This design comes from an exercise in tuning for small area and a short achievable clock period on the open sky130 flow, not from production work. No run shown here included a check of the RTL's function; only the layout flow was run.

==> flow/run.sh <==
#!/bin/bash
# synth_recipe.tcl (not shown) runs the flow's synth.tcl, then flattens the netlist and writes it again
# the make line also repeats each setting of config.mk as NAME=value (left out here)
make -C /OpenROAD-flow-scripts/flow DESIGN_CONFIG=/design/flow/config.mk WORK_HOME=/design/flow/orfs CLKGATE_MAP_FILE= SYNTH_SCRIPT=/design/flow/synth_recipe.tcl finish
==> flow/constraint.sdc <==
create_clock -name core_clock -period 11.5 [get_ports {clk}]
set_input_delay 2.3000 -clock core_clock [delete_from_list [all_inputs] [get_ports {clk}]]
set_output_delay 2.3000 -clock core_clock [all_outputs]
set_load 0.01 [all_outputs]
==> flow/config.mk <==
export PLATFORM = sky130hd
export DESIGN_NAME = jizin_rx
export DESIGN_NICKNAME = jizin_rx
export VERILOG_FILES = /design/flow/design.v
export SDC_FILE = /design/flow/constraint.sdc
export NUM_CORES = 4
export LEC_CHECK = 0
export ABC_CLOCK_PERIOD_IN_PS = 3000
export CAP_MARGIN = 20
export CORE_MARGIN = 2
export CORE_UTILIZATION = 40
export SLEW_MARGIN = 20
==> flow/design.v <==
module jizin_rx (
    input  wire        clk,
    input  wire        rst,
    input  wire        in_valid,
    input  wire [1:0]  in_hdr,
    input  wire [63:0] in_data,
    output reg         dat_valid,
    output wire [63:0] dat_data,
    output reg         frm_valid,
    output reg  [1:0]  frm_status,
    output reg         frm_crc_err,
    output wire [11:0] frm_seq,
    output wire [1:0]  frm_vc,
    output wire        frm_sot,
    output wire        frm_eot,
    output wire [7:0]  frm_len_m1,
    output reg         lc_valid,
    output wire [7:0]  lc_type,
    output wire [39:0] lc_fields,
    output reg         mk_valid,
    output reg         mk_stripe,
    output wire [7:0]  mk_lane,
    output wire [7:0]  mk_epoch,
    output wire [7:0]  mk_mask,
    output wire [11:0] next_rx,
    output reg  [15:0] blk_errs,
    output reg  [15:0] crc_errs,
    output reg  [15:0] frames_rx
);
    localparam [31:0] C_SOF = 32'hF0958FA1;    
    localparam [31:0] K_EOF = 32'h9ADD2096;    
    reg  [57:0]  scr;
    wire [121:0] ext = {in_data, scr};
    wire [63:0]  pay;
    genvar gi;
    generate
        for (gi = 0; gi < 64; gi = gi + 1) begin : g_ds
            assign pay[gi] = ext[58 + gi] ^ ext[19 + gi] ^ ext[gi];
        end
    endgenerate
    always @(posedge clk) begin
        if (rst)
            scr <= {58{1'b1}};
        else if (in_valid)
            scr <= in_data[63:6];
    end
    reg  [63:0] p1;
    reg  [47:0] p2;
    wire        in_frame_nx;
    wire       i_ok   = in_valid & ~rst;
    wire       i_data = (in_hdr == 2'b01);
    wire       i_ctrl = (in_hdr == 2'b10);
    wire [7:0] i_bt   = pay[7:0];
    wire       i_idle = (i_bt == 8'h1E);
    wire       i_mk   = (i_bt == 8'h2D) | (i_bt == 8'h33);
    wire       i_lc   = (i_bt == 8'h4B);
    wire       i_sof  = (i_bt == 8'h78);
    wire       i_eof  = (i_bt == 8'h87);
    reg  is_data, c_idle, c_sof, c_eof, c_lc, c_mk, c_err, h1c, e_blk;
    always @(posedge clk) begin
        p1        <= pay;
        h1c       <= i_ctrl;
        is_data   <= i_ok & i_data;
        c_idle    <= i_ok & i_ctrl & i_idle;
        c_sof     <= i_ok & i_ctrl & i_sof;
        c_eof     <= i_ok & i_ctrl & i_eof;
        e_blk     <= i_ctrl & i_eof;
        c_lc      <= i_ok & i_ctrl & i_lc;
        c_mk      <= i_ok & i_ctrl & i_mk;
        c_err     <= i_ok & ~i_data & ~(i_ctrl & (i_idle | i_mk | i_lc | i_sof | i_eof));
        dat_valid <= i_ok & i_data & in_frame_nx;
        p2        <= p1[55:8];
    end
    assign dat_data = p1;
    wire [7:0] syn8;
    wire crc8_ok  = ~|syn8;
    wire blk_err  = c_err | ((c_lc | c_mk) & ~crc8_ok);
    reg         in_frame;
    reg         f_bad, f_rsvd;
    reg  [4:0]  f_rem;           
    reg         f_got;           
    reg         f_over;          
    reg  [2:0]  f_l3;            
    reg  [31:0] f_crc;
    reg         sof_d;
    reg  [23:0] f_hdr;           
    wire in_dat   = in_frame & is_data;
    wire brk      = in_frame & (c_idle | c_sof);
    wire close    = in_frame & c_eof;
    assign in_frame_nx = c_sof | (in_frame & ~(c_idle | c_eof));
    wire last     = ~f_got & (f_rem == 5'd0);
    wire [7:0]  lmask;
    wire [3:0]  psel;
    generate
        for (gi = 0; gi < 8; gi = gi + 1) begin : g_lm
            assign lmask[gi] = (gi <= f_l3);
        end
        for (gi = 0; gi < 4; gi = gi + 1) begin : g_ps
            assign psel[gi] = e_blk & (f_l3[1:0] == (2'd3 - gi));
        end
    endgenerate
    wire [63:0] d_msk;
    wire [63:0] x_sh;
    generate
        for (gi = 0; gi < 8; gi = gi + 1) begin : g_dm
            assign d_msk[8*gi +: 8] = p1[8*gi +: 8] & {8{~e_blk & (h1c | ~last | lmask[gi])}};
        end
    endgenerate
    assign x_sh = ({32'd0, f_crc}       & {64{psel[0]}})
                | ({24'd0, f_crc,  8'd0} & {64{psel[1]}})
                | ({16'd0, f_crc, 16'd0} & {64{psel[2]}})
                | ({ 8'd0, f_crc, 24'd0} & {64{psel[3]}});
    wire [63:0] crc_d = d_msk | x_sh;
    wire [31:0] crc_s = ~h1c ? f_crc : (e_blk ? p1[39:8] : C_SOF);
    wire [31:0] crc_q = crc_s ^ crc_d[31:0];
    wire [31:0] crc_mid;
    wire [31:0] crc_r = crc_mid ^ crc_d[63:32];
    wire [31:0] crc_out;
    wire ma_t0 = crc_q[0] ^ crc_q[22];
    wire ma_t1 = crc_q[2] ^ crc_q[7];
    wire ma_t2 = crc_q[1] ^ crc_q[23];
    wire ma_t3 = crc_q[3] ^ crc_q[5];
    wire ma_t4 = crc_q[4] ^ ma_t0;
    wire ma_t5 = crc_q[6] ^ crc_q[9];
    wire ma_t6 = crc_q[10] ^ crc_q[24];
    wire ma_t7 = crc_q[11] ^ crc_q[25];
    wire ma_t8 = crc_q[12] ^ crc_q[28];
    wire ma_t9 = crc_q[13] ^ crc_q[29];
    wire ma_t10 = crc_q[14] ^ crc_q[30];
    wire ma_t11 = crc_q[15] ^ crc_q[31];
    wire ma_t12 = crc_q[18] ^ crc_q[26];
    wire ma_t13 = crc_q[19] ^ crc_q[27];
    wire ma_t14 = crc_q[8] ^ crc_q[20];
    wire ma_t15 = crc_q[3] ^ crc_q[21];
    wire ma_t16 = crc_q[8] ^ ma_t3;
    wire ma_t17 = crc_q[16] ^ crc_q[23];
    wire ma_t18 = crc_q[17] ^ crc_q[24];
    wire ma_t19 = crc_q[0] ^ ma_t8;
    wire ma_t20 = crc_q[4] ^ crc_q[11];
    wire ma_t21 = crc_q[5] ^ crc_q[12];
    wire ma_t22 = crc_q[6] ^ ma_t1;
    wire ma_t23 = crc_q[7] ^ crc_q[16];
    wire ma_t24 = crc_q[26] ^ ma_t2;
    wire ma_t25 = crc_q[27] ^ ma_t7;
    wire ma_t26 = crc_q[30] ^ ma_t12;
    wire ma_t27 = crc_q[31] ^ ma_t13;
    wire ma_t28 = ma_t4 ^ ma_t10;
    wire ma_t29 = crc_q[2] ^ crc_q[29];
    wire ma_t30 = crc_q[9] ^ crc_q[14];
    wire ma_t31 = crc_q[13] ^ ma_t4;
    wire ma_t32 = crc_q[15] ^ ma_t20;
    wire ma_t33 = crc_q[17] ^ ma_t6;
    wire ma_t34 = crc_q[17] ^ ma_t11;
    wire ma_t35 = crc_q[18] ^ crc_q[25];
    wire ma_t36 = crc_q[21] ^ ma_t16;
    wire ma_t37 = crc_q[22] ^ ma_t13;
    wire ma_t38 = crc_q[28] ^ ma_t5;
    wire ma_t39 = ma_t9 ^ ma_t18;
    wire ma_t40 = crc_q[1] ^ crc_q[25];
    wire ma_t41 = crc_q[3] ^ crc_q[20];
    wire ma_t42 = crc_q[4] ^ crc_q[7];
    wire ma_t43 = crc_q[6] ^ ma_t28;
    wire ma_t44 = crc_q[10] ^ ma_t2;
    wire ma_t45 = crc_q[10] ^ ma_t9;
    wire ma_t46 = crc_q[16] ^ ma_t7;
    wire ma_t47 = crc_q[19] ^ ma_t3;
    wire ma_t48 = crc_q[26] ^ ma_t6;
    wire ma_t49 = crc_q[28] ^ ma_t23;
    wire ma_t50 = crc_q[31] ^ ma_t25;
    wire ma_t51 = ma_t0 ^ ma_t11;
    wire ma_t52 = ma_t1 ^ ma_t12;
    wire ma_t53 = ma_t1 ^ ma_t14;
    wire ma_t54 = ma_t1 ^ ma_t15;
    wire ma_t55 = ma_t3 ^ ma_t34;
    wire ma_t56 = ma_t5 ^ ma_t7;
    wire ma_t57 = ma_t5 ^ ma_t19;
    wire ma_t58 = ma_t8 ^ ma_t17;
    wire ma_t59 = ma_t10 ^ ma_t15;
    wire ma_t60 = ma_t10 ^ ma_t35;
    wire ma_t61 = ma_t14 ^ ma_t22;
    wire ma_t62 = ma_t17 ^ ma_t38;
    wire ma_t63 = ma_t25 ^ ma_t29;
    wire ma_t64 = ma_t30 ^ ma_t52;
    wire ma_u0 = crc_q[16] ^ crc_q[3];
    wire ma_u1 = ma_u0 ^ ma_t24;
    wire ma_u2 = ma_t4 ^ ma_t61;
    assign crc_mid[0] = ma_u1 ^ ma_u2;
    wire ma_u3 = crc_q[27] ^ crc_q[4];
    wire ma_u4 = crc_q[9] ^ ma_t1;
    wire ma_u5 = ma_t18 ^ ma_t2;
    wire ma_u6 = ma_u3 ^ ma_u4;
    wire ma_u7 = ma_u5 ^ ma_t36;
    assign crc_mid[1] = ma_u6 ^ ma_u7;
    wire ma_u8 = crc_q[2] ^ ma_t35;
    wire ma_u9 = ma_t6 ^ ma_t16;
    wire ma_u10 = ma_t38 ^ ma_t4;
    wire ma_u11 = ma_u8 ^ ma_u10;
    assign crc_mid[2] = ma_u9 ^ ma_u11;
    wire ma_u12 = crc_q[10] ^ crc_q[29];
    wire ma_u13 = ma_t42 ^ ma_u12;
    wire ma_u14 = ma_t24 ^ ma_t47;
    wire ma_u15 = ma_t56 ^ ma_u13;
    assign crc_mid[3] = ma_u14 ^ ma_u15;
    wire ma_u16 = crc_q[27] ^ crc_q[30];
    wire ma_u17 = ma_t20 ^ ma_t21;
    wire ma_u18 = ma_u16 ^ ma_t48;
    wire ma_u19 = ma_u17 ^ ma_t61;
    assign crc_mid[4] = ma_u18 ^ ma_u19;
    wire ma_u20 = crc_q[13] ^ crc_q[7];
    wire ma_u21 = ma_u20 ^ ma_t36;
    wire ma_u22 = ma_t50 ^ ma_t57;
    assign crc_mid[5] = ma_u21 ^ ma_u22;
    wire ma_u23 = crc_q[2] ^ ma_t17;
    wire ma_u24 = ma_t30 ^ ma_t41;
    wire ma_u25 = ma_t19 ^ ma_t45;
    wire ma_u26 = ma_u23 ^ ma_u24;
    assign crc_mid[6] = ma_u25 ^ ma_u26;
    wire ma_u27 = crc_q[1] ^ ma_t9;
    wire ma_u28 = ma_t32 ^ ma_t33;
    wire ma_u29 = ma_t59 ^ ma_u27;
    assign crc_mid[7] = ma_u28 ^ ma_u29;
    wire ma_u30 = crc_q[18] ^ crc_q[2];
    wire ma_u31 = ma_t11 ^ ma_t21;
    wire ma_u32 = ma_u30 ^ ma_t46;
    wire ma_u33 = ma_u31 ^ ma_t28;
    assign crc_mid[8] = ma_u32 ^ ma_u33;
    wire ma_u34 = crc_q[19] ^ ma_t21;
    wire ma_u35 = ma_t34 ^ ma_t53;
    wire ma_u36 = ma_u34 ^ ma_t31;
    assign crc_mid[9] = ma_u35 ^ ma_u36;
    wire ma_u37 = crc_q[21] ^ crc_q[5];
    wire ma_u38 = ma_u37 ^ ma_t31;
    assign crc_mid[10] = ma_t64 ^ ma_u38;
    wire ma_u39 = crc_q[14] ^ crc_q[15];
    wire ma_u40 = crc_q[6] ^ ma_u39;
    wire ma_u41 = ma_t16 ^ ma_t37;
    wire ma_u42 = ma_t44 ^ ma_u40;
    assign crc_mid[11] = ma_u41 ^ ma_u42;
    wire ma_u43 = crc_q[20] ^ crc_q[24];
    wire ma_u44 = ma_t1 ^ ma_u43;
    wire ma_u45 = ma_t32 ^ ma_u44;
    assign crc_mid[12] = ma_t62 ^ ma_u45;
    wire ma_u46 = crc_q[0] ^ crc_q[12];
    wire ma_u47 = crc_q[25] ^ crc_q[29];
    wire ma_u48 = ma_t23 ^ ma_u46;
    wire ma_u49 = ma_u47 ^ ma_t33;
    wire ma_u50 = ma_u48 ^ ma_t36;
    assign crc_mid[13] = ma_u49 ^ ma_u50;
    wire ma_u51 = crc_q[17] ^ crc_q[1];
    wire ma_u52 = crc_q[8] ^ ma_u51;
    wire ma_u53 = ma_t26 ^ ma_t56;
    wire ma_u54 = ma_u52 ^ ma_t31;
    assign crc_mid[14] = ma_u53 ^ ma_u54;
    wire ma_u55 = ma_t21 ^ ma_t27;
    wire ma_u56 = ma_t44 ^ ma_t64;
    assign crc_mid[15] = ma_u55 ^ ma_u56;
    wire ma_u57 = crc_q[13] ^ ma_t6;
    wire ma_u58 = ma_t24 ^ ma_t32;
    wire ma_u59 = ma_t37 ^ ma_t49;
    wire ma_u60 = ma_u57 ^ ma_u58;
    assign crc_mid[16] = ma_u59 ^ ma_u60;
    wire ma_u61 = crc_q[14] ^ crc_q[5];
    wire ma_u62 = ma_t14 ^ ma_t18;
    wire ma_u63 = ma_u61 ^ ma_t58;
    wire ma_u64 = ma_u62 ^ ma_t63;
    assign crc_mid[17] = ma_u63 ^ ma_u64;
    wire ma_u65 = crc_q[15] ^ crc_q[25];
    wire ma_u66 = ma_t15 ^ ma_u65;
    wire ma_u67 = ma_t26 ^ ma_t39;
    wire ma_u68 = ma_u66 ^ ma_t57;
    assign crc_mid[18] = ma_u67 ^ ma_u68;
    wire ma_u69 = ma_t12 ^ ma_t23;
    wire ma_u70 = ma_t40 ^ ma_t27;
    wire ma_u71 = ma_t45 ^ ma_u69;
    wire ma_u72 = ma_t28 ^ ma_u70;
    assign crc_mid[19] = ma_u71 ^ ma_u72;
    wire ma_u73 = crc_q[11] ^ ma_t13;
    wire ma_u74 = ma_t49 ^ ma_u73;
    wire ma_u75 = ma_t55 ^ ma_u74;
    assign crc_mid[20] = ma_t43 ^ ma_u75;
    wire ma_u76 = ma_t0 ^ ma_t12;
    wire ma_u77 = ma_t29 ^ ma_t8;
    wire ma_u78 = ma_u76 ^ ma_u77;
    assign crc_mid[21] = ma_t55 ^ ma_u78;
    wire ma_u79 = ma_t9 ^ ma_t26;
    wire ma_u80 = ma_t37 ^ ma_t53;
    assign crc_mid[22] = ma_u79 ^ ma_u80;
    wire ma_u81 = crc_q[0] ^ crc_q[23];
    wire ma_u82 = crc_q[28] ^ crc_q[9];
    wire ma_u83 = ma_t14 ^ ma_u81;
    wire ma_u84 = ma_u82 ^ ma_t27;
    wire ma_u85 = ma_t59 ^ ma_u83;
    assign crc_mid[23] = ma_u84 ^ ma_u85;
    wire ma_u86 = crc_q[29] ^ crc_q[8];
    wire ma_u87 = ma_t11 ^ ma_u86;
    wire ma_u88 = ma_t48 ^ ma_t54;
    wire ma_u89 = ma_u87 ^ ma_t62;
    assign crc_mid[24] = ma_u88 ^ ma_u89;
    wire ma_u90 = crc_q[20] ^ crc_q[30];
    wire ma_u91 = ma_t5 ^ ma_u90;
    wire ma_u92 = ma_t24 ^ ma_t33;
    wire ma_u93 = ma_u91 ^ ma_t63;
    assign crc_mid[25] = ma_u92 ^ ma_u93;
    wire ma_u94 = ma_t6 ^ ma_t8;
    wire ma_u95 = ma_t26 ^ ma_t54;
    wire ma_u96 = ma_u94 ^ ma_t50;
    assign crc_mid[26] = ma_u95 ^ ma_u96;
    wire ma_u97 = crc_q[20] ^ ma_t2;
    wire ma_u98 = ma_t9 ^ ma_t19;
    wire ma_u99 = ma_t22 ^ ma_t27;
    wire ma_u100 = ma_t46 ^ ma_u97;
    wire ma_u101 = ma_u100 ^ ma_u98;
    assign crc_mid[27] = ma_u99 ^ ma_u101;
    wire ma_u102 = crc_q[21] ^ ma_t39;
    wire ma_u103 = ma_t58 ^ ma_u102;
    assign crc_mid[28] = ma_t43 ^ ma_u103;
    wire ma_u104 = crc_q[5] ^ crc_q[7];
    wire ma_u105 = ma_t2 ^ ma_u104;
    wire ma_u106 = ma_t39 ^ ma_t51;
    wire ma_u107 = ma_t60 ^ ma_u105;
    assign crc_mid[29] = ma_u106 ^ ma_u107;
    wire ma_u108 = crc_q[19] ^ crc_q[22];
    wire ma_u109 = crc_q[24] ^ ma_t11;
    wire ma_u110 = ma_t41 ^ ma_t42;
    wire ma_u111 = ma_u108 ^ ma_t60;
    wire ma_u112 = ma_u109 ^ ma_u110;
    assign crc_mid[30] = ma_u111 ^ ma_u112;
    wire ma_u113 = crc_q[21] ^ ma_t40;
    wire ma_u114 = ma_t22 ^ ma_t47;
    wire ma_u115 = ma_t51 ^ ma_u113;
    assign crc_mid[31] = ma_u114 ^ ma_u115;
    wire mb_t0 = crc_r[0] ^ crc_r[22];
    wire mb_t1 = crc_r[2] ^ crc_r[7];
    wire mb_t2 = crc_r[1] ^ crc_r[23];
    wire mb_t3 = crc_r[3] ^ crc_r[5];
    wire mb_t4 = crc_r[4] ^ mb_t0;
    wire mb_t5 = crc_r[6] ^ crc_r[9];
    wire mb_t6 = crc_r[10] ^ crc_r[24];
    wire mb_t7 = crc_r[11] ^ crc_r[25];
    wire mb_t8 = crc_r[12] ^ crc_r[28];
    wire mb_t9 = crc_r[13] ^ crc_r[29];
    wire mb_t10 = crc_r[14] ^ crc_r[30];
    wire mb_t11 = crc_r[15] ^ crc_r[31];
    wire mb_t12 = crc_r[18] ^ crc_r[26];
    wire mb_t13 = crc_r[19] ^ crc_r[27];
    wire mb_t14 = crc_r[8] ^ crc_r[20];
    wire mb_t15 = crc_r[3] ^ crc_r[21];
    wire mb_t16 = crc_r[8] ^ mb_t3;
    wire mb_t17 = crc_r[16] ^ crc_r[23];
    wire mb_t18 = crc_r[17] ^ crc_r[24];
    wire mb_t19 = crc_r[0] ^ mb_t8;
    wire mb_t20 = crc_r[4] ^ crc_r[11];
    wire mb_t21 = crc_r[5] ^ crc_r[12];
    wire mb_t22 = crc_r[6] ^ mb_t1;
    wire mb_t23 = crc_r[7] ^ crc_r[16];
    wire mb_t24 = crc_r[26] ^ mb_t2;
    wire mb_t25 = crc_r[27] ^ mb_t7;
    wire mb_t26 = crc_r[30] ^ mb_t12;
    wire mb_t27 = crc_r[31] ^ mb_t13;
    wire mb_t28 = mb_t4 ^ mb_t10;
    wire mb_t29 = crc_r[2] ^ crc_r[29];
    wire mb_t30 = crc_r[9] ^ crc_r[14];
    wire mb_t31 = crc_r[13] ^ mb_t4;
    wire mb_t32 = crc_r[15] ^ mb_t20;
    wire mb_t33 = crc_r[17] ^ mb_t6;
    wire mb_t34 = crc_r[17] ^ mb_t11;
    wire mb_t35 = crc_r[18] ^ crc_r[25];
    wire mb_t36 = crc_r[21] ^ mb_t16;
    wire mb_t37 = crc_r[22] ^ mb_t13;
    wire mb_t38 = crc_r[28] ^ mb_t5;
    wire mb_t39 = mb_t9 ^ mb_t18;
    wire mb_t40 = crc_r[1] ^ crc_r[25];
    wire mb_t41 = crc_r[3] ^ crc_r[20];
    wire mb_t42 = crc_r[4] ^ crc_r[7];
    wire mb_t43 = crc_r[6] ^ mb_t28;
    wire mb_t44 = crc_r[10] ^ mb_t2;
    wire mb_t45 = crc_r[10] ^ mb_t9;
    wire mb_t46 = crc_r[16] ^ mb_t7;
    wire mb_t47 = crc_r[19] ^ mb_t3;
    wire mb_t48 = crc_r[26] ^ mb_t6;
    wire mb_t49 = crc_r[28] ^ mb_t23;
    wire mb_t50 = crc_r[31] ^ mb_t25;
    wire mb_t51 = mb_t0 ^ mb_t11;
    wire mb_t52 = mb_t1 ^ mb_t12;
    wire mb_t53 = mb_t1 ^ mb_t14;
    wire mb_t54 = mb_t1 ^ mb_t15;
    wire mb_t55 = mb_t3 ^ mb_t34;
    wire mb_t56 = mb_t5 ^ mb_t7;
    wire mb_t57 = mb_t5 ^ mb_t19;
    wire mb_t58 = mb_t8 ^ mb_t17;
    wire mb_t59 = mb_t10 ^ mb_t15;
    wire mb_t60 = mb_t10 ^ mb_t35;
    wire mb_t61 = mb_t14 ^ mb_t22;
    wire mb_t62 = mb_t17 ^ mb_t38;
    wire mb_t63 = mb_t25 ^ mb_t29;
    wire mb_t64 = mb_t30 ^ mb_t52;
    wire mb_u0 = crc_r[16] ^ crc_r[3];
    wire mb_u1 = mb_u0 ^ mb_t24;
    wire mb_u2 = mb_t4 ^ mb_t61;
    assign crc_out[0] = mb_u1 ^ mb_u2;
    wire mb_u3 = crc_r[27] ^ crc_r[4];
    wire mb_u4 = crc_r[9] ^ mb_t1;
    wire mb_u5 = mb_t18 ^ mb_t2;
    wire mb_u6 = mb_u3 ^ mb_u4;
    wire mb_u7 = mb_u5 ^ mb_t36;
    assign crc_out[1] = mb_u6 ^ mb_u7;
    wire mb_u8 = crc_r[2] ^ mb_t35;
    wire mb_u9 = mb_t6 ^ mb_t16;
    wire mb_u10 = mb_t38 ^ mb_t4;
    wire mb_u11 = mb_u8 ^ mb_u10;
    assign crc_out[2] = mb_u9 ^ mb_u11;
    wire mb_u12 = crc_r[10] ^ crc_r[29];
    wire mb_u13 = mb_t42 ^ mb_u12;
    wire mb_u14 = mb_t24 ^ mb_t47;
    wire mb_u15 = mb_t56 ^ mb_u13;
    assign crc_out[3] = mb_u14 ^ mb_u15;
    wire mb_u16 = crc_r[27] ^ crc_r[30];
    wire mb_u17 = mb_t20 ^ mb_t21;
    wire mb_u18 = mb_u16 ^ mb_t48;
    wire mb_u19 = mb_u17 ^ mb_t61;
    assign crc_out[4] = mb_u18 ^ mb_u19;
    wire mb_u20 = crc_r[13] ^ crc_r[7];
    wire mb_u21 = mb_u20 ^ mb_t36;
    wire mb_u22 = mb_t50 ^ mb_t57;
    assign crc_out[5] = mb_u21 ^ mb_u22;
    wire mb_u23 = crc_r[2] ^ mb_t17;
    wire mb_u24 = mb_t30 ^ mb_t41;
    wire mb_u25 = mb_t19 ^ mb_t45;
    wire mb_u26 = mb_u23 ^ mb_u24;
    assign crc_out[6] = mb_u25 ^ mb_u26;
    wire mb_u27 = crc_r[1] ^ mb_t9;
    wire mb_u28 = mb_t32 ^ mb_t33;
    wire mb_u29 = mb_t59 ^ mb_u27;
    assign crc_out[7] = mb_u28 ^ mb_u29;
    wire mb_u30 = crc_r[18] ^ crc_r[2];
    wire mb_u31 = mb_t11 ^ mb_t21;
    wire mb_u32 = mb_u30 ^ mb_t46;
    wire mb_u33 = mb_u31 ^ mb_t28;
    assign crc_out[8] = mb_u32 ^ mb_u33;
    wire mb_u34 = crc_r[19] ^ mb_t21;
    wire mb_u35 = mb_t34 ^ mb_t53;
    wire mb_u36 = mb_u34 ^ mb_t31;
    assign crc_out[9] = mb_u35 ^ mb_u36;
    wire mb_u37 = crc_r[21] ^ crc_r[5];
    wire mb_u38 = mb_u37 ^ mb_t31;
    assign crc_out[10] = mb_t64 ^ mb_u38;
    wire mb_u39 = crc_r[14] ^ crc_r[15];
    wire mb_u40 = crc_r[6] ^ mb_u39;
    wire mb_u41 = mb_t16 ^ mb_t37;
    wire mb_u42 = mb_t44 ^ mb_u40;
    assign crc_out[11] = mb_u41 ^ mb_u42;
    wire mb_u43 = crc_r[20] ^ crc_r[24];
    wire mb_u44 = mb_t1 ^ mb_u43;
    wire mb_u45 = mb_t32 ^ mb_u44;
    assign crc_out[12] = mb_t62 ^ mb_u45;
    wire mb_u46 = crc_r[0] ^ crc_r[12];
    wire mb_u47 = crc_r[25] ^ crc_r[29];
    wire mb_u48 = mb_t23 ^ mb_u46;
    wire mb_u49 = mb_u47 ^ mb_t33;
    wire mb_u50 = mb_u48 ^ mb_t36;
    assign crc_out[13] = mb_u49 ^ mb_u50;
    wire mb_u51 = crc_r[17] ^ crc_r[1];
    wire mb_u52 = crc_r[8] ^ mb_u51;
    wire mb_u53 = mb_t26 ^ mb_t56;
    wire mb_u54 = mb_u52 ^ mb_t31;
    assign crc_out[14] = mb_u53 ^ mb_u54;
    wire mb_u55 = mb_t21 ^ mb_t27;
    wire mb_u56 = mb_t44 ^ mb_t64;
    assign crc_out[15] = mb_u55 ^ mb_u56;
    wire mb_u57 = crc_r[13] ^ mb_t6;
    wire mb_u58 = mb_t24 ^ mb_t32;
    wire mb_u59 = mb_t37 ^ mb_t49;
    wire mb_u60 = mb_u57 ^ mb_u58;
    assign crc_out[16] = mb_u59 ^ mb_u60;
    wire mb_u61 = crc_r[14] ^ crc_r[5];
    wire mb_u62 = mb_t14 ^ mb_t18;
    wire mb_u63 = mb_u61 ^ mb_t58;
    wire mb_u64 = mb_u62 ^ mb_t63;
    assign crc_out[17] = mb_u63 ^ mb_u64;
    wire mb_u65 = crc_r[15] ^ crc_r[25];
    wire mb_u66 = mb_t15 ^ mb_u65;
    wire mb_u67 = mb_t26 ^ mb_t39;
    wire mb_u68 = mb_u66 ^ mb_t57;
    assign crc_out[18] = mb_u67 ^ mb_u68;
    wire mb_u69 = mb_t12 ^ mb_t23;
    wire mb_u70 = mb_t40 ^ mb_t27;
    wire mb_u71 = mb_t45 ^ mb_u69;
    wire mb_u72 = mb_t28 ^ mb_u70;
    assign crc_out[19] = mb_u71 ^ mb_u72;
    wire mb_u73 = crc_r[11] ^ mb_t13;
    wire mb_u74 = mb_t49 ^ mb_u73;
    wire mb_u75 = mb_t55 ^ mb_u74;
    assign crc_out[20] = mb_t43 ^ mb_u75;
    wire mb_u76 = mb_t0 ^ mb_t12;
    wire mb_u77 = mb_t29 ^ mb_t8;
    wire mb_u78 = mb_u76 ^ mb_u77;
    assign crc_out[21] = mb_t55 ^ mb_u78;
    wire mb_u79 = mb_t9 ^ mb_t26;
    wire mb_u80 = mb_t37 ^ mb_t53;
    assign crc_out[22] = mb_u79 ^ mb_u80;
    wire mb_u81 = crc_r[0] ^ crc_r[23];
    wire mb_u82 = crc_r[28] ^ crc_r[9];
    wire mb_u83 = mb_t14 ^ mb_u81;
    wire mb_u84 = mb_u82 ^ mb_t27;
    wire mb_u85 = mb_t59 ^ mb_u83;
    assign crc_out[23] = mb_u84 ^ mb_u85;
    wire mb_u86 = crc_r[29] ^ crc_r[8];
    wire mb_u87 = mb_t11 ^ mb_u86;
    wire mb_u88 = mb_t48 ^ mb_t54;
    wire mb_u89 = mb_u87 ^ mb_t62;
    assign crc_out[24] = mb_u88 ^ mb_u89;
    wire mb_u90 = crc_r[20] ^ crc_r[30];
    wire mb_u91 = mb_t5 ^ mb_u90;
    wire mb_u92 = mb_t24 ^ mb_t33;
    wire mb_u93 = mb_u91 ^ mb_t63;
    assign crc_out[25] = mb_u92 ^ mb_u93;
    wire mb_u94 = mb_t6 ^ mb_t8;
    wire mb_u95 = mb_t26 ^ mb_t54;
    wire mb_u96 = mb_u94 ^ mb_t50;
    assign crc_out[26] = mb_u95 ^ mb_u96;
    wire mb_u97 = crc_r[20] ^ mb_t2;
    wire mb_u98 = mb_t9 ^ mb_t19;
    wire mb_u99 = mb_t22 ^ mb_t27;
    wire mb_u100 = mb_t46 ^ mb_u97;
    wire mb_u101 = mb_u100 ^ mb_u98;
    assign crc_out[27] = mb_u99 ^ mb_u101;
    wire mb_u102 = crc_r[21] ^ mb_t39;
    wire mb_u103 = mb_t58 ^ mb_u102;
    assign crc_out[28] = mb_t43 ^ mb_u103;
    wire mb_u104 = crc_r[5] ^ crc_r[7];
    wire mb_u105 = mb_t2 ^ mb_u104;
    wire mb_u106 = mb_t39 ^ mb_t51;
    wire mb_u107 = mb_t60 ^ mb_u105;
    assign crc_out[29] = mb_u106 ^ mb_u107;
    wire mb_u108 = crc_r[19] ^ crc_r[22];
    wire mb_u109 = crc_r[24] ^ mb_t11;
    wire mb_u110 = mb_t41 ^ mb_t42;
    wire mb_u111 = mb_u108 ^ mb_t60;
    wire mb_u112 = mb_u109 ^ mb_u110;
    assign crc_out[30] = mb_u111 ^ mb_u112;
    wire mb_u113 = crc_r[21] ^ mb_t40;
    wire mb_u114 = mb_t22 ^ mb_t47;
    wire mb_u115 = mb_t51 ^ mb_u113;
    assign crc_out[31] = mb_u114 ^ mb_u115;
    wire c8_t0 = p1[11] ^ p1[18];
    wire c8_t1 = p1[12] ^ p1[23];
    wire c8_t2 = p1[13] ^ p1[30];
    wire c8_t3 = p1[14] ^ p1[28];
    wire c8_t4 = p1[15] ^ p1[29];
    wire c8_t5 = p1[32] ^ p1[34];
    wire c8_t6 = p1[33] ^ p1[44];
    wire c8_t7 = p1[45] ^ p1[47];
    wire c8_t8 = p1[46] ^ c8_t2;
    wire c8_t9 = p1[8] ^ c8_t5;
    wire c8_t10 = p1[9] ^ c8_t6;
    wire c8_t11 = p1[10] ^ c8_t7;
    wire c8_t12 = p1[16] ^ c8_t3;
    wire c8_t13 = p1[17] ^ p1[54];
    wire c8_t14 = p1[19] ^ c8_t8;
    wire c8_t15 = p1[22] ^ c8_t4;
    wire c8_t16 = p1[24] ^ c8_t1;
    wire c8_t17 = p1[39] ^ c8_t0;
    wire c8_t18 = p1[20] ^ p1[27];
    wire c8_t19 = p1[21] ^ p1[25];
    wire c8_t20 = p1[26] ^ p1[35];
    wire c8_t21 = p1[31] ^ p1[40];
    wire c8_t22 = p1[36] ^ p1[38];
    wire c8_t23 = p1[37] ^ p1[48];
    wire c8_t24 = p1[41] ^ p1[43];
    wire c8_t25 = p1[42] ^ p1[50];
    wire c8_t26 = p1[49] ^ c8_t16;
    wire c8_t27 = p1[51] ^ p1[52];
    wire c8_t28 = p1[53] ^ c8_t11;
    wire c8_t29 = p1[54] ^ c8_t17;
    wire c8_t30 = p1[55] ^ c8_t9;
    wire c8_t31 = c8_t10 ^ c8_t12;
    wire c8_t32 = c8_t13 ^ c8_t15;
    wire c8_t33 = c8_t14 ^ c8_t21;
    wire c8_t34 = c8_t18 ^ c8_t27;
    wire c8_t35 = c8_t23 ^ c8_t29;
    wire c8_u0 = p1[23] ^ p1[28];
    wire c8_u1 = p1[35] ^ p1[44];
    wire c8_u2 = p1[56] ^ c8_u0;
    wire c8_u3 = c8_u1 ^ c8_u2;
    wire c8_u4 = c8_t30 ^ c8_u3;
    wire c8_u5 = c8_t33 ^ c8_t35;
    assign syn8[0] = c8_u4 ^ c8_u5;
    wire c8_u6 = p1[20] ^ p1[29];
    wire c8_u7 = p1[41] ^ p1[57];
    wire c8_u8 = c8_t22 ^ c8_t5;
    wire c8_u9 = c8_t7 ^ c8_u6;
    wire c8_u10 = c8_u7 ^ c8_t8;
    wire c8_u11 = c8_u8 ^ c8_u9;
    wire c8_u12 = c8_t26 ^ c8_t31;
    wire c8_u13 = c8_u10 ^ c8_u11;
    wire c8_u14 = c8_t35 ^ c8_u12;
    assign syn8[1] = c8_u13 ^ c8_u14;
    wire c8_u15 = p1[38] ^ p1[40];
    wire c8_u16 = p1[48] ^ p1[58];
    wire c8_u17 = c8_t0 ^ c8_t13;
    wire c8_u18 = c8_t19 ^ c8_t25;
    wire c8_u19 = c8_t3 ^ c8_t4;
    wire c8_u20 = c8_t6 ^ c8_u15;
    wire c8_u21 = c8_u16 ^ c8_t11;
    wire c8_u22 = c8_u17 ^ c8_u18;
    wire c8_u23 = c8_u19 ^ c8_u20;
    wire c8_u24 = c8_t26 ^ c8_u21;
    wire c8_u25 = c8_u22 ^ c8_u23;
    assign syn8[2] = c8_u24 ^ c8_u25;
    wire c8_u26 = p1[12] ^ p1[25];
    wire c8_u27 = p1[26] ^ p1[45];
    wire c8_u28 = p1[49] ^ p1[50];
    wire c8_u29 = p1[51] ^ p1[59];
    wire c8_u30 = c8_t24 ^ c8_u26;
    wire c8_u31 = c8_u27 ^ c8_u28;
    wire c8_u32 = c8_u29 ^ c8_t15;
    wire c8_u33 = c8_t17 ^ c8_u30;
    wire c8_u34 = c8_u31 ^ c8_t14;
    wire c8_u35 = c8_t30 ^ c8_u32;
    wire c8_u36 = c8_u33 ^ c8_u34;
    assign syn8[3] = c8_u35 ^ c8_u36;
    wire c8_u37 = p1[14] ^ p1[47];
    wire c8_u38 = p1[60] ^ c8_t20;
    wire c8_u39 = c8_t25 ^ c8_u37;
    wire c8_u40 = c8_t10 ^ c8_t16;
    wire c8_u41 = c8_t34 ^ c8_u38;
    wire c8_u42 = c8_u39 ^ c8_u40;
    wire c8_u43 = c8_u41 ^ c8_t33;
    assign syn8[4] = c8_u42 ^ c8_u43;
    wire c8_u44 = p1[13] ^ p1[15];
    wire c8_u45 = p1[31] ^ p1[36];
    wire c8_u46 = p1[61] ^ c8_t19;
    wire c8_u47 = c8_t24 ^ c8_u44;
    wire c8_u48 = c8_u45 ^ c8_t12;
    wire c8_u49 = c8_t34 ^ c8_t9;
    wire c8_u50 = c8_u46 ^ c8_u47;
    wire c8_u51 = c8_t28 ^ c8_u48;
    wire c8_u52 = c8_u49 ^ c8_u50;
    assign syn8[5] = c8_u51 ^ c8_u52;
    wire c8_u53 = p1[11] ^ p1[21];
    wire c8_u54 = p1[32] ^ p1[37];
    wire c8_u55 = p1[42] ^ p1[46];
    wire c8_u56 = p1[52] ^ p1[53];
    wire c8_u57 = p1[62] ^ c8_t20;
    wire c8_u58 = c8_u53 ^ c8_u54;
    wire c8_u59 = c8_u55 ^ c8_u56;
    wire c8_u60 = c8_u57 ^ c8_u58;
    wire c8_u61 = c8_u59 ^ c8_t31;
    wire c8_u62 = c8_t32 ^ c8_u60;
    assign syn8[6] = c8_u61 ^ c8_u62;
    wire c8_u63 = p1[18] ^ p1[27];
    wire c8_u64 = p1[30] ^ p1[33];
    wire c8_u65 = p1[34] ^ p1[43];
    wire c8_u66 = p1[55] ^ p1[63];
    wire c8_u67 = c8_t1 ^ c8_t22;
    wire c8_u68 = c8_u63 ^ c8_u64;
    wire c8_u69 = c8_u65 ^ c8_u66;
    wire c8_u70 = c8_u67 ^ c8_u68;
    wire c8_u71 = c8_u69 ^ c8_t28;
    wire c8_u72 = c8_t32 ^ c8_u70;
    assign syn8[7] = c8_u71 ^ c8_u72;
    wire use_mid = ~h1c & last & ~f_l3[2];
    wire ld_crc  = c_sof | close | (in_dat & ~f_got);
    always @(posedge clk) begin
        if (rst)
            in_frame <= 1'b0;
        else
            in_frame <= in_frame_nx;
        sof_d <= c_sof;
        if (sof_d)
            f_hdr <= p2[23:0];
        if (ld_crc)
            f_crc <= use_mid ? crc_mid : crc_out;
        if (c_sof) begin
            f_bad  <= 1'b0;
            f_rsvd <= |p1[63:32];
            f_rem  <= p1[31:27];
            f_l3   <= p1[26:24];
            f_got  <= 1'b0;
            f_over <= 1'b0;
        end else begin
            if (in_frame & blk_err)
                f_bad <= 1'b1;
            if (in_dat) begin
                if (f_got)
                    f_over <= 1'b1;
                else if (f_rem == 5'd0)
                    f_got <= 1'b1;
                else
                    f_rem <= f_rem - 5'd1;
            end
        end
    end
    assign frm_seq    = f_hdr[11:0];
    assign frm_vc     = f_hdr[13:12];
    assign frm_sot    = f_hdr[14];
    assign frm_eot    = f_hdr[15];
    assign frm_len_m1 = f_hdr[23:16];
    always @(posedge clk) begin
        lc_valid  <= ~rst & c_lc & crc8_ok;
        mk_valid  <= ~rst & c_mk & crc8_ok;
        mk_stripe <= p1[1];
    end
    assign lc_type   = p2[7:0];
    assign lc_fields = p2[47:8];
    assign mk_lane   = p2[7:0];
    assign mk_epoch  = p2[15:8];
    assign mk_mask   = p2[23:16];
    reg chk;
    reg be_d;
    wire        count_ok = f_got & ~f_over;
    wire        crc_fail = count_ok & (f_crc != K_EOF);
    wire        bad      = f_bad | f_rsvd | ~count_ok | crc_fail;
    wire [11:0] sq       = frames_rx[11:0] + ~f_hdr[11:0];    
    wire        seq_eq   = &sq;
    wire        seq_dup  = ~|sq[11:8];
    always @(posedge clk) begin
        chk  <= ~rst & close;
        be_d <= ~rst & blk_err;
        frm_valid   <= ~rst & (brk | chk);
        frm_status  <= (brk | bad) ? 2'd2 : seq_eq ? 2'd0 : seq_dup ? 2'd1 : 2'd3;
        frm_crc_err <= ~brk & crc_fail;
        if (rst) begin
            blk_errs  <= 16'd0;
            crc_errs  <= 16'd0;
            frames_rx <= 16'd0;
        end else begin
            blk_errs  <= blk_errs + {15'd0, be_d};
            crc_errs  <= crc_errs + {15'd0, frm_valid & frm_crc_err};
            frames_rx <= frames_rx + {15'd0, frm_valid & (frm_status == 2'd0)};
        end
    end
    assign next_rx = frames_rx[11:0];
endmodule
==> results of run 1 <==
[cells in the final DEF, fill, tap and decap left out, types with 11 or more instances in the layout]
cell type and instances:
sky130_fd_sc_hd__nor3_1 23, sky130_fd_sc_hd__nand4_1 13, sky130_fd_sc_hd__edfxtp_1 65, sky130_fd_sc_hd__a22oi_1 18
sky130_fd_sc_hd__inv_1 43, sky130_fd_sc_hd__nand3_1 33, sky130_fd_sc_hd__nand3b_1 11, sky130_fd_sc_hd__nor2_1 88
sky130_fd_sc_hd__xnor2_1 459, sky130_fd_sc_hd__mux2i_1 36, sky130_fd_sc_hd__and3_1 18, sky130_fd_sc_hd__a21oi_1 54
sky130_fd_sc_hd__xor2_1 124, sky130_fd_sc_hd__dfxtp_1 241, sky130_fd_sc_hd__xnor2_2 19, sky130_fd_sc_hd__xor3_1 15
sky130_fd_sc_hd__nor2b_1 74, sky130_fd_sc_hd__clkbuf_16 39, sky130_fd_sc_hd__ha_1 20, sky130_fd_sc_hd__clkdlybuf4s50_1 294
sky130_fd_sc_hd__nand2_1 80, sky130_fd_sc_hd__o22ai_1 18, sky130_fd_sc_hd__o21ai_0 51, sky130_fd_sc_hd__a211o_1 58
sky130_fd_sc_hd__buf_4 33, sky130_fd_sc_hd__xnor3_1 77
[cells by family (layout without fill, tap and decap cells)]
kind of cell               count (synthesis)  after routing
and+or+nand+nor                          406            406
other                                      0              4
AOI/OAI and AO/OA                        257            257
adders and majority gates                 21             21
buffers and inverters                    153            434
xor gates and xnor gates                 710            710
DFF                                      307            307
muxes                                     43             43
[sequential cells by signal, summed over array words and instances, names as in the netlist, 2 cells and up]
signal and count:
p1 64, scr 58, p2 48, f_crc 32
f_hdr 24, blk_errs 16, crc_errs 16, frames_rx 16
f_rem 5, f_l3 3, frm_status 2
[area by class of cell]
cell class                      instances  share of cell area [%]
Inverter                               43                   0.652
Timing Repair Buffer                  328                    12.9
Clock inverter                         15                   0.561
Multi-Input combinational cell       1437                    50.7
Sequential cell                       307                    27.5
Tap cell                              672                    3.40
Clock buffer                           48                    4.32
Antenna cell                            4                  0.0404
[final timing paths]
path / endpoint / slack [ns] / cells after the start
max: f_crc[5]$_DFFE_PP_ / 4.59 / 12
min: mk_stripe$_DFF_P_ / 0.43 / 0
max reg2reg: f_crc[5]$_DFFE_PP_ / 4.59 / 12
min reg2reg: mk_stripe$_DFF_P_ / 0.43 / 0
[per-stage QoR]
step	hold slack (ns)	worst slack (ns)
6_report	0.435	4.59
5_1_grt	0.451	4.30
4_1_cts	0.441	4.77
3_5_place_dp	0.428	4.79
3_3_place_gp	0.417	4.77
2_1_floorplan	0.392	6.40
[layer usage]
layer | vias up | track usage, %
met5 | - | 0
met4 | 0 | 10.4
met3 | 159 | 5.85
met2 | 807 | 42.0
met1 | 7551 | 36.6
li1 | 6970 | -
[synth_stat cells, types with 6 or more instances]
| master | count | share of area, % |
|---|---|---|
| sky130_fd_sc_hd__xor2_1 | 124 | 5.4 |
| sky130_fd_sc_hd__a211o_1 | 58 | 2.5 |
| sky130_fd_sc_hd__xor2_2 | 7 | 0.57 |
| sky130_fd_sc_hd__nor2_1 | 88 | 1.6 |
| sky130_fd_sc_hd__a22oi_1 | 18 | 0.67 |
| sky130_fd_sc_hd__mux2i_1 | 36 | 1.8 |
| sky130_fd_sc_hd__nor4_1 | 10 | 0.31 |
| sky130_fd_sc_hd__xnor2_1 | 459 | 20 |
| sky130_fd_sc_hd__edfxtp_1 | 65 | 9.7 |
| sky130_fd_sc_hd__o22ai_1 | 18 | 0.56 |
| sky130_fd_sc_hd__nor3_1 | 23 | 0.57 |
| sky130_fd_sc_hd__xnor2_2 | 19 | 1.5 |
| sky130_fd_sc_hd__or2_2 | 7 | 0.22 |
| sky130_fd_sc_hd__nand3_1 | 33 | 0.82 |
| sky130_fd_sc_hd__or3_1 | 6 | 0.19 |
| sky130_fd_sc_hd__nand3b_1 | 11 | 0.41 |
| sky130_fd_sc_hd__and2_1 | 8 | 0.25 |
| sky130_fd_sc_hd__nor2b_1 | 74 | 2.3 |
| sky130_fd_sc_hd__nand2_1 | 80 | 1.5 |
| sky130_fd_sc_hd__o21ai_0 | 51 | 1.3 |
| sky130_fd_sc_hd__clkbuf_1 | 48 | 0.90 |
| sky130_fd_sc_hd__buf_1 | 7 | 0.13 |
| sky130_fd_sc_hd__nand2b_1 | 10 | 0.31 |
| sky130_fd_sc_hd__dfxtp_1 | 242 | 24 |
| sky130_fd_sc_hd__xnor3_1 | 77 | 8.6 |
| sky130_fd_sc_hd__ha_1 | 20 | 1.2 |
| sky130_fd_sc_hd__buf_2 | 14 | 0.35 |
| sky130_fd_sc_hd__a211oi_1 | 6 | 0.22 |
| sky130_fd_sc_hd__a21oi_1 | 54 | 1.3 |
| sky130_fd_sc_hd__a31oi_1 | 6 | 0.19 |
| sky130_fd_sc_hd__nor4b_1 | 7 | 0.31 |
| sky130_fd_sc_hd__buf_4 | 40 | 1.5 |
| sky130_fd_sc_hd__nand4_1 | 13 | 0.40 |
| sky130_fd_sc_hd__xor3_1 | 15 | 1.8 |
| sky130_fd_sc_hd__and3_1 | 18 | 0.56 |
| sky130_fd_sc_hd__inv_1 | 43 | 0.80 |
==> run notes, run 1 <==
- The global-route usage over all layers is between 20% and 30%.
- Once the clock tree was built, the resizer swapped 0 gates to a different size.
- The cell sitting at the root of the clock tree is a sky130_fd_sc_hd__clkbuf_16.
- The final standard cell count with taps included and fillers excluded is roughly 2900.
- On the critical path the largest part of the delay comes from XOR/XNOR gates.
- CTS built an H-tree with a depth of 2.
- The final setup skew is 0.0217 ns.
- Pin placement for this block handled around 300 I/O pins.
- In this run the worst setup path begins at f_l3[1]$_DFFE_PP_.
- The startpoint identified for the worst hold timing path is p1[1]$_DFF_P_.
- The required time of the critical path is between 10 and 15 ns.
- For this run, the register share of the synthesized area comes to between 30% and 40%.
- The post-synthesis share of cell area spent on full adders, half adders and majority gates is under 10%.
- The core region is roughly 50000 um^2.
- The arrival time at the worst endpoint is 7.20 ns.
- The net count of the mapped netlist is between 1500 and 2000.
- The area taken by flip-flops and latches is between 6000 and 7000 um^2.
- The largest individual stage delay along the critical path comes from the cell sky130_fd_sc_hd__edfxtp_1.
- During placement, the flow inserted port buffers numbering about 300.
- The post-layout net count is between 2000 and 2500.
- The mean instance size in the synthesized netlist is between 10 and 15 um^2.
- After detailed routing, the number of vias per cell comes to around 5.4.
- Of all flip-flops after synthesis, the portion carrying an async set or reset was 0%.
- The area growth from synthesis to layout is 23.3%.
- The startpoint of the worst register-to-register path is f_l3[1]$_DFFE_PP_.
- For this block, wires on met1 add up to around 31000 um.
- The post-synthesis sequential element count is between 300 and 400.
- The area fraction in and, or, nand and nor cells after synthesis is a little over a tenth.
- On the worst path, the slowest cell contributes a delay of roughly 1.1 ns.
- The worst min-delay path class is register to register.
- The flip-flop cell with the highest count after synthesis is sky130_fd_sc_hd__dfxtp_1.
- The floorplan die height is 228 um.
- After detailed routing, no signal wire sits above met4.
- The met2 wire length is approximately 32000 um.
- Of the cells placed in the final design, the portion with a size suffix greater than 1 is 7.16%.
- Adding up every negative setup slack in the final design gives 0 ns.
- Walking the worst path, the cells encountered are nand2_1 > and3_1 > a221oi_1 > xnor2_1 > xnor2_1 > xnor3_1 > xnor2_1 > xor3_1 > xnor2_1 > xnor2_1 > xnor2_1 > mux2i_1.
- Once the clock tree was built, the setup fixing pass inserted 0 buffers.
- The clock slew seen by the registers of the worst setup and hold paths is approximately 0.070 ns.
- The critical path buffer and inverter count is 0.
- The placed cell area is 23500 um^2.
- In the detailed route, the total length drawn on met3 is roughly 6500 um.
- The wire length per cell is 25.2 um.
- The final-report hold violation count is 0.
- The share of the clock period used by the worst path is 60.1%.
- The tool flagged a number of max-cap violations equal to 0.
- With fillers left out, the area of the finished cells amounts to about 25000 um^2.
- Clock tree synthesis inserted a total of 36 buffers.
- The largest net degree at the start of global routing is 92.
- The highest clock frequency the design can meet is roughly 140 MHz.
- Setup violations remaining at the end of the flow were counted as 0.
- Setup repair after global routing left no endpoint under its margin.
- The later pin in the worst-skew pair is clocked with a latency of about 0.56 ns.
- In this run the core area contains 82 standard-cell rows.
- The highest fanout seen on the critical path is 29.
- The headroom to the max-slew limit is 25.7%.
- The clock tree from TritonCTS is done.
- The multi-input combinational cells in the finished layout cover a total of approximately 13000 um^2.
- The post-synthesis cell type count is 75.
- Detailed routing inserted a total of 15487 vias.
- Summing the areas of all compound-gate instances in the mapped netlist gives ~9% of the synthesized area.
- The cell that appears most often on the critical path is sky130_fd_sc_hd__xnor2_1.
- From left edge to right edge, the die measures 228 um.
- The buffer levels on the longest clock path is 3.
- The area enclosed by the die boundary is ~52000 um^2.
- The wire length of the first global-routing pass is 104000 um.
- The antenna violation net count after detailed routing is 0.
- The filler cell count is approximately 4600.
- The critical path is of the register to register type.
- The clock period could shrink to between 6 and 7 ns.
- The clock drives 307 sinks.
- Cells fill 49.7% of the core in the end.
- The run finished with no timing, DRC or antenna violations.
- For the pin with the worst max-slew slack, the measured transition is around 1.1 ns.
- The kind of end point of the critical path is a register.
- The number of remaining DRC errors is 0.
- For this block, the initial DRC count from the detailed router was between 1500 and 2000.
- The number of global-route vias before repair is about 15000.
- The number of antenna violations at the first check in global routing was 4.
- The dominant combinational cell family by area after synthesis is XOR/XNOR gates.
- The number of placed cells counting well taps is roughly 2800.
- The number of pins exceeding their max-slew limit in the final report is 0.
- After clock tree synthesis, the flow added hold-fix buffers numbering 0.
- Synthesis produced ~1900 cells.
- The area of the mapped netlist is 20100 um^2.
- Yosys mapped a number of flops with a built-in enable equal to 65.
- For this run, the number of Yosys warnings is 1.
- For this configuration, the core starts out at a cell density of between 40% and 50%.
- The sum of net half-perimeters after detailed placement is roughly 55000 um.
- The number of search-and-repair iterations in the first detailed-routing pass is 7.
- The global placer's final weighted congestion is around 0.97.
- The routed wire length is between 70000 and 80000 um.
- STA classifies the critical path startpoint as a register.
- The mux cell area share after synthesis is about 2.5%.
- The post-synthesis share of cell area spent on xor and xnor gates is approximately two fifths.
- After global routing the overflow that remains totals 0.
==> run 2, diff against run 1 <==
--- a/flow/config.mk
+++ b/flow/config.mk
@@ -5,8 +5,8 @@
 export SDC_FILE = /design/flow/constraint.sdc
 export NUM_CORES = 4
 export LEC_CHECK = 0
-export ABC_CLOCK_PERIOD_IN_PS = 3000
 export CAP_MARGIN = 20
 export CORE_MARGIN = 2
 export CORE_UTILIZATION = 40
+export SETUP_SLACK_MARGIN = 5
 export SLEW_MARGIN = 20
==> run 2 against run 1 <==
Via count fell by 0.81%. Design area up 0.27%. Sequential cell count unchanged. Sequential share of layout area is 0.075 points lower. Critical path depth up 1. Fmax is 10% higher. Still clean.
==> run notes, run 2 <==
- The post-synthesis cell type count is 75.
- The share of the clock period used by the worst path is 54.6%.
- Static timing analysis puts the maximum clock frequency at roughly 160 MHz.
- For this block, the initial DRC count from the detailed router was 1669.
- Global routing used 27.0% of the available tracks across all layers.
- The most common library cell in the layout ignoring fill and taps is sky130_fd_sc_hd__xnor2_1.
- The number of antenna violations at the first check in global routing is 4.
- The biggest area contributor in the post-synthesis netlist is sky130_fd_sc_hd__dfxtp_1.
- The hold path depth is 2.
- The H-tree was split into 2 levels.
- In the post-synthesis netlist, the biggest area contributors are sky130_fd_sc_hd__dfxtp_1 (24%), sky130_fd_sc_hd__xnor2_1 (20%), sky130_fd_sc_hd__edfxtp_1 (9.7%).
- Summed over all layers, the routed wires come to ~72000 um.
- In the synthesized netlist the dominant register cell turns out to be sky130_fd_sc_hd__dfxtp_1.
- Synthesis produced a netlist with a net count of just under 2000.
- Setup repair after global routing left no endpoint under its margin.
- The family of cells with the greatest summed delay on the critical path is XOR/XNOR gates.
- For this run, the number of standard cells in the final layout without fillers is around 2900.
- The startpoint-to-endpoint class of the critical path is register to register.
- The final number of setup-violating endpoints is 0.
- The die span in x is 228 um.
- The sum of net half-perimeters after detailed placement is roughly 55000 um.
- After synthesis, the share of flip-flops with an asynchronous set or reset is 0%.
- Walking the worst path, the cells encountered are inv_1 > a31oi_1 > a21oi_1 > xnor2_1 > xnor3_1 > xnor3_1 > xnor2_1 > xnor2_1 > xnor2_2 > xnor2_1 > xnor2_1 > xnor2_1 > mux2i_1.
- The path with the worst hold slack has its endpoint at frm_valid$_DFF_P_.
- Sorting the synthesized cells by how often they occur yields sky130_fd_sc_hd__xnor2_1 (459), sky130_fd_sc_hd__dfxtp_1 (242), sky130_fd_sc_hd__xor2_1 (124).
- The antenna violation net count after detailed routing is 0.
- The required time of the critical path is 11.79 ns.
- The number of buffers created by CTS is 36.
- In the layout the commonest cells are sky130_fd_sc_hd__xnor2_1 (456), sky130_fd_sc_hd__clkdlybuf4s50_1 (294), sky130_fd_sc_hd__dfxtp_1 (241).
- The count of flip-flops with a built-in enable after synthesis is 65.
- The path length in cells of the critical path is 13.
- STA classifies the critical path endpoint as a register.
- The area of the placeable core is between 40000 and 50000 um^2.
- Tracing the worst setup path back leads to its startpoint at f_l3[1]$_DFFE_PP_.
- The final cell utilization of the core is between 40% and 50%.
- The leftover overflow at the end of global routing is 0.
- The gate count of the mapped netlist is between 1500 and 2000.
- The largest net degree at the start of global routing is between 90 and 100.
- The tree built by TritonCTS fans out to approximately 310 sinks.
- After routing, the total negative slack on setup checks comes to 0 ns.
- The library cell with the highest instance count after synthesis is sky130_fd_sc_hd__xnor2_1.
- Once layout is done, the placed cells without fillers occupy between 20000 and 25000 um^2.
- For this run, the number of Yosys warnings is 1.
- The post-layout net count is ~2200.
- In the final layout, the registers with the most flip-flops are p1 x64, scr x58, p2 x48.
- The cell at the slowest stage of the critical path is sky130_fd_sc_hd__edfxtp_1.
- Clock skew on the completed layout was measured at between 0.015 and 0.02 ns.
- The headroom to the max-slew limit is around a quarter.
- The startpoint of the worst register-to-register path is f_l3[1]$_DFFE_PP_.
- The arrival time at the worst endpoint is around 6.6 ns.
- The critical path buffer and inverter count is 1.
- The routed via count is 15361.
- The time the final worst path needs with I/O delays and setup is between 6 and 7 ns.
- The launch point of the worst hold path is chk$_DFF_P_.
- In this run the critical register-to-register path is captured at f_crc[5]$_DFFE_PP_.
- Measured in cells, the most critical reg-to-reg path has a length of 13.
- The final-report hold violation count was 0.
- The area growth from synthesis to layout is 23.6%.
- Summing all flip-flop and latch instances after layout gives roughly 6800 um^2.
- The worst-margin pin slew is between 1 and 1.5 ns.
- The mapped netlist covers roughly 20000 um^2.
- The wire length of the first global-routing pass is around 100000 um.
- The post-synthesis sequential element count is slightly above 300.
- The highest cell delay on the worst timing path is around 0.8 ns.
- The clock latency on the worst-skew pair is between 0.5 and 0.6 ns.
- The filler cell count is between 4000 and 5000.
- The row count is 82.
- The floorplan step defined a die boundary enclosing roughly 52000 um^2.
- The most frequent cell on the critical path is sky130_fd_sc_hd__xnor2_1.
- The wire length per cell is 25.2 um.
- For this configuration, the core starts out at a cell density of around two fifths.
- Clock tree synthesis selected as its root buffer the cell sky130_fd_sc_hd__clkbuf_16.
- The sequential-to-total area share from yosys stat is 33.8%.
- The number of max-cap violations is 0.
- The min-delay analysis places its worst path in the category register to register.
- Once placement finished, the instance area stood at between 20000 and 25000 um^2.
- TritonCTS built the clock tree.
- The register with the most flip-flops in the layout has 64 of them.
- p1 holds more flip-flops than any other register.
- The highest fanout seen on the critical path is 16.
- Of the cells placed in the final design, the portion with a size suffix greater than 1 is under 10%.
- Averaged over all synthesized cells, the footprint is 10.6 um^2.
- After detailed placement, the design holds a cell count of around 2800.
- The buffer levels on the longest clock path is 3.
- The mean number of vias per cell is around 5.4.
- The number of global-route vias before repair came to ~15000.
- After clock tree synthesis, the clock-pin slew on the worst setup and hold paths is 0.07 ns.
- The pre-antenna-repair detailed-routing pass consisted of 5 iterations.
- The count of port buffers added during placement is 296.
- The floorplan die height is roughly 230 um.
- Summed over its instances, the top area cell type makes up about 24% of the synthesized netlist area.
- The run finished with no timing, DRC or antenna violations.
- At the end of routability-driven placement, the weighted congestion stood at ~0.97.
- The critical path startpoint category is a register.
- The number of pins exceeding their max-slew limit in the final report was 0.
- In this run, post-CTS hold repair placed 0 buffers.
- In the final layout, the multi-input gates occupy between 10000 and 15000 um^2.
- between 200 and 300 I/O pins were placed.
- In the routed design, unresolved DRC markers number 0.
==> run 2: layout make-up <==
class | count | share of cell area (%)
diodes | 2 | 0.0202
clock buffers | 48 | 4.31
clock inverters | 15 | 0.559
inverters | 43 | 0.650
multi-input cells | 1437 | 50.8
flip-flops and latches | 307 | 27.4
well taps | 672 | 3.39
repair buffers | 329 | 12.9
==> run 2: worst register-to-register path, cell delays in order, from the launching register on <==
cell and delay, ns:
sky130_fd_sc_hd__edfxtp_1 0.81, sky130_fd_sc_hd__inv_1 0.21, sky130_fd_sc_hd__a31oi_1 0.56, sky130_fd_sc_hd__a21oi_1 0.18
sky130_fd_sc_hd__xnor2_1 0.72, sky130_fd_sc_hd__xnor3_1 0.69, sky130_fd_sc_hd__xnor3_1 0.43, sky130_fd_sc_hd__xnor2_1 0.53
sky130_fd_sc_hd__xnor2_1 0.38, sky130_fd_sc_hd__xnor2_2 0.30, sky130_fd_sc_hd__xnor2_1 0.56, sky130_fd_sc_hd__xnor2_1 0.17
sky130_fd_sc_hd__xnor2_1 0.35, sky130_fd_sc_hd__mux2i_1 0.13
==> run 2: what timing repair did <==
item / in CTS / in global routing
setup buffers: 1 / 0
pin swaps: 0 / 1
setup endpoints to repair: 12 / 19
resized for setup: 1 / 9
==> run 2: worst max path at each step <==
stage,to,slack [ns]
after floorplan,f_crc[19]$_DFFE_PP_,6.40
after global placement,f_crc[28]$_DFFE_PP_,4.77
after detailed placement,f_crc[28]$_DFFE_PP_,4.79
after CTS,f_crc[5]$_DFFE_PP_,5.03
after global routing,f_crc[5]$_DFFE_PP_,5.01
final,f_crc[5]$_DFFE_PP_,5.22
==> run 2: layer usage <==
metal  GRT usage, %  vias to the layer above  part of all wire, %
li1               -                     6962                    -
met1           36.6                     7526                   43
met2           42.1                      717                   45
met3           5.88                      154                  8.4
met4           10.2                        2                  3.7
met5              0                        -                0.025
==> run 2: kinds of logic (layout without fill, tap and decap cells) <==
family / count (synthesis) / after routing / share of synthesized area (%)
adders and majority gates: 21 / 21 / 1.35
muxes: 43 / 43 / 2.47
AOI/OAI and AO/OA: 257 / 257 / 8.89
other: 0 / 2 / 0
DFF: 307 / 307 / 33.8
and+or+nand+nor: 406 / 406 / 10.6
xor gates and xnor gates: 710 / 710 / 39.1
buffers and inverters: 153 / 435 / 3.73
==> run 2: metrics by stage <==
stage / hold WS, ns / setup WS [ns]
4_1_cts: 0.441 / 5.03
3_3_place_gp: 0.417 / 4.77
3_5_place_dp: 0.428 / 4.79
5_1_grt: 0.451 / 5.01
2_1_floorplan: 0.392 / 6.40
6_report: 0.435 / 5.22

==> re-timing with driven ports <==
The flow's constraints put no driver on any port. The routed layouts listed below were extracted and timed again, unchanged, in two steps. Step 1 assumes that a clkbuf_16 drives the clock port and a buf_2 every other input. Step 2 adds t to the input delays and takes it off the output delays; t is the mean of the earliest and latest rising clock arrival at the registers after step 1. Input paths then give back, and output paths get back, about the clock's delay inside the block. Slacks: ideal ports / drivers / drivers and shift; pairs: ideal ports / drivers.
run | shift t [ns] | slack for setup (ns) | slew at the worst register clock pin (ns) | worst data-port slew with drivers (ns)
run 1 | 0.606 | 4.593 / 4.593 / 4.593 | 0.07 / 0.07 | 0.08
run 2 | 0.611 | 5.225 / 5.225 / 5.225 | 0.07 / 0.07 | 0.08
After both steps every run listed still meets setup and hold.
